From an optimization exercise on the open Yosys and OpenROAD flow, aimed at small area, a short achievable clock period and few clock cycles per item; shortcuts taken in it are not production practice. Only simulation tests tie the RTL to the original design; equivalence was not proved.

**design/flow/config.mk**
```make
export PLATFORM = sky130hd
export DESIGN_NAME = bv2_ctr_xor
export DESIGN_NICKNAME = bv2_ctr_xor
export VERILOG_FILES = /design/flow/design.v
export SDC_FILE = /design/flow/constraint.sdc
export NUM_CORES = 4
export LEC_CHECK = 0
export CAP_MARGIN = 20
export CORE_MARGIN = 2
export CORE_UTILIZATION = 40
export SLEW_MARGIN = 20
```
**design/flow/constraint.sdc**
```tcl
create_clock -name core_clock -period 10.0 [get_ports {clk}]
set_input_delay 2.0000 -clock core_clock [delete_from_list [all_inputs] [get_ports {clk}]]
set_output_delay 2.0000 -clock core_clock [all_outputs]
set_load 0.01 [all_outputs]
```
**design/flow/design.v**
```verilog
module bv2_ctr_xor (
    input  wire         clk,
    input  wire         rst,           
    input  wire         in_valid,
    output wire         in_ready,
    input  wire         in_link,       
    input  wire [23:0]  in_major,      
    input  wire [5:0]   in_minor,      
    input  wire [31:0]  in_line,       
    input  wire [3:0]   in_casc_id,    
    input  wire [1:0]   in_port,       
    input  wire [47:0]  in_frame_ctr,  
    input  wire [15:0]  in_blk,        
    input  wire [255:0] in_key,        
    input  wire [127:0] in_data,       
    output wire         out_valid,
    input  wire         out_ready,
    output wire [127:0] out_data
);
    function [7:0] to_tower;
        input [7:0] a;
        begin
        to_tower[0] = a[0] ^ a[5] ^ a[7];
        to_tower[1] = a[2];
        to_tower[2] = a[2] ^ a[3] ^ a[4] ^ a[5] ^ a[6] ^ a[7];
        to_tower[3] = a[3] ^ a[4];
        to_tower[4] = a[4] ^ a[5] ^ a[6];
        to_tower[5] = a[1] ^ a[4] ^ a[6] ^ a[7];
        to_tower[6] = a[2] ^ a[3] ^ a[5] ^ a[7];
        to_tower[7] = a[5] ^ a[7];
        end
    endfunction
    function [7:0] from_tower;
        input [7:0] a;
        begin
        from_tower[0] = ~(a[0] ^ a[2] ^ a[6]);
        from_tower[1] = ~(a[0] ^ a[1] ^ a[2] ^ a[3] ^ a[4] ^ a[5]);
        from_tower[2] = a[0] ^ a[3] ^ a[5] ^ a[6];
        from_tower[3] = a[0] ^ a[2] ^ a[5];
        from_tower[4] = a[0] ^ a[1] ^ a[3] ^ a[4] ^ a[5];
        from_tower[5] = ~(a[1] ^ a[2] ^ a[3] ^ a[5] ^ a[6] ^ a[7]);
        from_tower[6] = ~(a[4] ^ a[6] ^ a[7]);
        from_tower[7] = a[1] ^ a[2];
        end
    endfunction
    function [3:0] gf4_mul;
        input [3:0] a;
        input [3:0] b;
        reg [6:0] p;
        integer i;
        begin
            p = 7'd0;
            for (i = 0; i < 4; i = i + 1)
                if (b[i]) p = p ^ ({3'b000, a} << i);
            if (p[6]) p = p ^ 7'b1001100;
            if (p[5]) p = p ^ 7'b0100110;
            if (p[4]) p = p ^ 7'b0010011;
            gf4_mul = p[3:0];
        end
    endfunction
    function [3:0] gf4_inv;
        input [3:0] a;
        begin
            case (a)
            4'h0: gf4_inv = 4'h0;
            4'h1: gf4_inv = 4'h1;
            4'h2: gf4_inv = 4'h9;
            4'h3: gf4_inv = 4'he;
            4'h4: gf4_inv = 4'hd;
            4'h5: gf4_inv = 4'hb;
            4'h6: gf4_inv = 4'h7;
            4'h7: gf4_inv = 4'h6;
            4'h8: gf4_inv = 4'hf;
            4'h9: gf4_inv = 4'h2;
            4'ha: gf4_inv = 4'hc;
            4'hb: gf4_inv = 4'h5;
            4'hc: gf4_inv = 4'ha;
            4'hd: gf4_inv = 4'h4;
            4'he: gf4_inv = 4'h3;
            4'hf: gf4_inv = 4'h8;
            endcase
        end
    endfunction
    function [7:0] sbox;
        input [7:0] a;
        reg [7:0] t;
        reg [3:0] h, l, d, di;
        begin
            t  = to_tower(a);
            h  = t[7:4];
            l  = t[3:0];
            d  = gf4_mul(gf4_mul(h, h), 4'h8) ^ gf4_mul(h, l) ^ gf4_mul(l, l);
            di = gf4_inv(d);
            sbox = from_tower({gf4_mul(h, di), gf4_mul(h ^ l, di)});
        end
    endfunction
    function [7:0] xtime;
        input [7:0] a;
        begin
            xtime = {a[6:0], 1'b0} ^ (a[7] ? 8'h1b : 8'h00);
        end
    endfunction
    function [31:0] sub_word;
        input [31:0] w;
        begin
            sub_word = {sbox(w[31:24]), sbox(w[23:16]), sbox(w[15:8]), sbox(w[7:0])};
        end
    endfunction
    function [31:0] mix_column;
        input [31:0] c;
        reg [7:0] a0, a1, a2, a3;
        begin
            a0 = c[31:24]; a1 = c[23:16]; a2 = c[15:8]; a3 = c[7:0];
            mix_column = {xtime(a0) ^ xtime(a1) ^ a1 ^ a2 ^ a3,
                          a0 ^ xtime(a1) ^ xtime(a2) ^ a2 ^ a3,
                          a0 ^ a1 ^ xtime(a2) ^ xtime(a3) ^ a3,
                          xtime(a0) ^ a0 ^ a1 ^ a2 ^ xtime(a3)};
        end
    endfunction
    function [127:0] sub_shift;
        input [127:0] s;
        integer c, r;
        reg [7:0] b;
        begin
            for (c = 0; c < 4; c = c + 1)
                for (r = 0; r < 4; r = r + 1) begin
                    b = s[127 - 8*(4*((c + r) % 4) + r) -: 8];
                    sub_shift[127 - 8*(4*c + r) -: 8] = sbox(b);
                end
        end
    endfunction
    function [127:0] mix_columns;
        input [127:0] s;
        begin
            mix_columns = {mix_column(s[127:96]), mix_column(s[95:64]),
                           mix_column(s[63:32]),  mix_column(s[31:0])};
        end
    endfunction
    function [127:0] next_key;
        input [127:0] ka;
        input [127:0] kb;
        input         use_rot;
        input [7:0]   rcon;
        reg [31:0] t, w0, w1, w2, w3;
        begin
            if (use_rot)
                t = sub_word({kb[23:0], kb[31:24]}) ^ {rcon, 24'h0};
            else
                t = sub_word(kb[31:0]);
            w0 = ka[127:96] ^ t;
            w1 = ka[95:64]  ^ w0;
            w2 = ka[63:32]  ^ w1;
            w3 = ka[31:0]   ^ w2;
            next_key = {w0, w1, w2, w3};
        end
    endfunction
    localparam [1:0] S_IDLE = 2'd0, S_RUN = 2'd1, S_DONE = 2'd2;
    reg  [1:0]   state;
    reg  [3:0]   rnd;       
    reg  [7:0]   rcon;      
    reg  [127:0] st;        
    reg  [127:0] ka, kb;    
    reg  [127:0] dat;       
    wire [127:0] ctr_blk = in_link
        ? {8'h01, in_casc_id, in_port, 2'b00, in_frame_ctr, 48'h0, in_blk}
        : {8'h00, in_major, in_minor, 56'h0, in_line, in_blk[1:0]};
    reg [255:0] key_be;
    integer k;
    always @(*) begin
        for (k = 0; k < 32; k = k + 1)
            key_be[255 - 8*k -: 8] = in_key[8*k +: 8];
    end
    wire [127:0] ss        = sub_shift(st);
    wire [127:0] round_out = (rnd == 4'd14) ? (ss ^ kb) : (mix_columns(ss) ^ kb);
    wire [127:0] key_next  = next_key(ka, kb, rnd[0], rcon);
    always @(posedge clk) begin
        if (rst) begin
            state <= S_IDLE;
            rnd   <= 4'd0;
        end else begin
            case (state)
                S_IDLE: if (in_valid) begin
                    st    <= ctr_blk ^ key_be[255:128];
                    ka    <= key_be[255:128];
                    kb    <= key_be[127:0];
                    dat   <= in_data;
                    rcon  <= 8'h01;
                    rnd   <= 4'd1;
                    state <= S_RUN;
                end
                S_RUN: begin
                    st <= round_out;
                    ka <= kb;
                    kb <= key_next;
                    if (rnd[0])
                        rcon <= xtime(rcon);
                    rnd <= rnd + 4'd1;
                    if (rnd == 4'd14)
                        state <= S_DONE;
                end
                S_DONE: if (out_ready)
                    state <= S_IDLE;
                default: state <= S_IDLE;
            endcase
        end
    end
    assign in_ready  = (state == S_IDLE);
    assign out_valid = (state == S_DONE);
    assign out_data  = st ^ dat;
endmodule
```
**design/flow/run.sh**
```bash
#!/bin/bash
# synth_recipe.tcl (not shown) runs the flow's synth.tcl, then flattens the netlist and writes it again
# the make line also repeats each setting of config.mk as NAME=value (left out here)
make -C /OpenROAD-flow-scripts/flow DESIGN_CONFIG=/design/flow/config.mk WORK_HOME=/design/flow/orfs CLKGATE_MAP_FILE= SYNTH_SCRIPT=/design/flow/synth_recipe.tcl finish
```
==> run summary <==
## registers in the layout (all words and copies together), names as in the netlist
| register | count |
|---|---|
| rcon | 8 |
| st | 128 |
| kb | 128 |
| ka | 128 |
| state | 2 |
| dat | 128 |
| rnd | 4 |
## area by class of cell
cell class | count | area, um2 | share of cell area [%]
repair buffers | 722 | 7110 | 9.28
clock buffers | 84 | 1930 | 2.52
diodes | 2 | 5.00 | 0.00654
flip-flops and latches | 526 | 15700 | 20.6
inverters | 208 | 782 | 1.02
well taps | 2189 | 2740 | 3.58
multi-input cells | 6167 | 47700 | 62.3
clock inverters | 52 | 577 | 0.753
## logic make-up after synthesis
group	Yosys count
AND/OR/NAND/NOR	2169
XOR/XNOR	2305
buffers and inverters	634
multiplexers	312
adder cells (fa/ha/maj)	162
flip-flops	526
AO/OA/AOI/OAI	1219
## metal layers
layer | track usage, % | routed length, um | up-vias | part of all wire [%]
met3 | 6.33 | 25700 | 282 | 9.9
li1 | - | - | 25800 | -
met5 | 0 | 59 | - | 0.023
met2 | 45.0 | 113000 | 2606 | 43
met4 | 8.60 | 7580 | 8 | 2.9
met1 | 42.3 | 113000 | 27400 | 44
## cell usage after synthesis, types with 61 or more instances
library cell  number
a211oi_1          61
xnor2_1         1248
a21oi_1          270
xnor2_2           70
nand3_1           92
nor3_1           108
nor2b_1           74
mux2i_1          245
buf_2            155
xnor3_1          209
nand2_1         1046
inv_1            182
nand2b_1          97
xor2_1           689
ha_1             147
edfxtp_1         520
nor2_1           477
o21ai_1           62
o21ai_0          373
clkbuf_1         200
## critical path, stage by stage, from the launching register on
cell,delay (ns)
edfxtp_1,0.95
xnor3_1,0.57
xnor2_1,0.48
ha_1,0.34
nor3_1,0.32
o211a_1,0.23
nor2_1,0.07
xnor2_1,0.14
xnor2_1,0.54
inv_1,0.17
ha_1,0.23
or3_1,0.34
o211ai_1,0.21
nand2_1,0.40
nand4b_1,0.21
o211ai_1,0.13
xnor2_1,0.62
xor3_1,0.53
xor2_2,0.42
xor2_1,0.37
xor3_1,0.33
a21oi_1,0.32
xnor2_1,0.10
a21oi_1,0.42
clkbuf_4,0.32
## path summary, 6_finish.rpt
check | startpoint | to | depth (start not counted)
setup / recovery | st[100] | st[77] | 24
hold / removal | kb[46] | ka[46] | 2
setup reg to reg | st[100] | st[77] | 24
hold reg to reg | kb[46] | ka[46] | 2
## through the flow
| stage | utilization [%] | std cells | area, um2 | hold slack, ns |
|---|---|---|---|---|
| after floorplan | - | 7327 | 66000 | 0.508 |
| after global placement | 45.0 | 9809 | 74000 | 0.535 |
| after detailed placement | 45.0 | 9810 | 74000 | 0.546 |
| after CTS | 46.5 | 9946 | 76500 | 0.553 |
| after global routing | 46.6 | 9948 | 76600 | 0.567 |
| final | 46.6 | 9950 | 76600 | 0.560 |
==> run_results.csv <==
group,metric,value,unit
floorplanning,io_pins,651,
cts,h-tree-depth,3,
timing,final.setup.tns,0,ns
global_route,grt_pass1_vias,52700,
flow_run,drv_cap,0,
final_layout,final_net_count,8367,
synthesis,synth_compound_area_share,11.7,%
floorplanning,fp.dieH,410,um
final_layout,nFillCells,15800,
synthesis,synth_top_family_by_area,"XOR/XNOR gates",
synthesis,synthAdderAreaFrac,3.02,%
timing,clock-skew-final,0.0461,ns
synthesis,syn_nets,7995,
synthesis,netlist.area_leader.share,23.7,%
min_path,hold_path.class,"reg -> reg",
timing,grt_setup_unrepaired,"false",
floorplanning,fp-row-count,149,
critical_path,worstSetupPathType,"reg -> reg",
cts,cts_resized,0,
final_layout,final_common_cell,"xnor2_1",
synthesis,syn_avg_cell_area,9.01,um2
cts,worstSkewPairLatency,0.72,ns
synthesis,yosys_most_used_dff,"edfxtp_1",
global_route,grt_pass1_wl,369000,um
critical_path,crit_fanout,12,
timing,hold_viol,0,
cts,root_buffer,"clkbuf_16",
cts,clk_pin_slew,0.07,ns
synthesis,synthMuxAreaShare,5.15,%
synthesis,synth_simple_gate_area_share,14.6,%
timing,setup_violations,0,
outcome,status,"finished clean",
timing,fin_crit_sh,89.2,%
global_route,antenna_found_initial,18,
place,dpl.hpwl,208000,um
floorplanning,initial_core_util,40.1,%
synthesis,yosysWarningCount,1,
floorplanning,coreArea,164000,um2
critical_path,rrSetupSlack,1.08,ns
cts,clockBufferDepth,3,
floorplanning,fp.dieW,410,um
synthesis,ys_seq_elements,526,
synthesis,synth-xor-area-share,37.6,%
place,gp_routability_congestion,0.997,
drt,drtIter0Drc,6788,
global_route,grt_max_degree,172,
cts,numCtsBuffers,74,
synthesis,syn_inst,7327,
cts,hold_buffers,0,
place,numPortBuffers,650,
synthesis,synth_edf_count,520,
cts,tritoncts,"done",
cts,cts.sinks,526,
critical_path,end_kind,"flip-flop",
timing,worst_pin_slew,1.07,ns
drt,wl_per_cell,26.0,um
synthesis,synthArstFlopShare,0,%
critical_path,crit_required,10.56,ns
drt,drc,0,
drt,ant_nets,0,
drt,vias_per_cell,5.64,
final_layout,drive_gt1_share,5.99,%
final_layout,area_growth,16.0,%
drt,routed_wl,259000,um
global_route,grt_overflow,0,
synthesis,synth_area,66000,um2
timing,fin_crit,8.92,ns
synthesis,yosysSeqAreaShare,23.8,%
synthesis,synth_area_leaders,"edfxtp_1 (24%), xnor2_1 (17%), xor2_1 (9.1%)",
timing,relSlewSlack,27.0,%
synthesis,synth_top_cell_by_area,"edfxtp_1",
critical_path,crit_path_start_kind,"flip-flop",
final_layout,layout_common_cells,"xnor2_1 (1247), nand2_1 (1046), xor2_1 (689), clkdlybuf4s50_1 (649), edfxtp_1 (520)",
drt,drtPass1Iterations,6,
critical_path,crit_arrival,9.49,ns
global_route,grt_usage,29.7,%
timing,finalMaxSlewViolations,0,
cts,post_cts_buffers,0,
place,dp_slack,0.846,ns
timing,fin_ws,1.08,ns
floorplanning,die_area,168000,um2
drt,vias,56100,
synthesis,synth_cell_types,112,
timing,fmax,112,MHz
Testbench counts, summed over its fixed seeds: cycles 8,192, items 512.

==> what the ideal ports hide <==
No port has a modelled driver above. Below, the same layout with a new extraction and two added sets of constraints.
Step 1, drivers: a clkbuf_16 drives clk and a buf_2 each remaining input, both assumed.
Step 2 times the ports against the registers' clock, not the clock port: input delays grow and output delays shrink by t, the midpoint of the rising clock arrivals with the driver on.
a / b / c = ideal ports / drivers / drivers and shift; a / b = the first two.
t, ns: 0.780
setup slack, ns: 1.076 / 1.076 / 1.076
worst data-port slew with drivers (ns): 0.16
After both steps this run still meets setup and hold. The setup slack of this run moves by 0.000 ns with the drivers and by 0.000 ns with both steps.
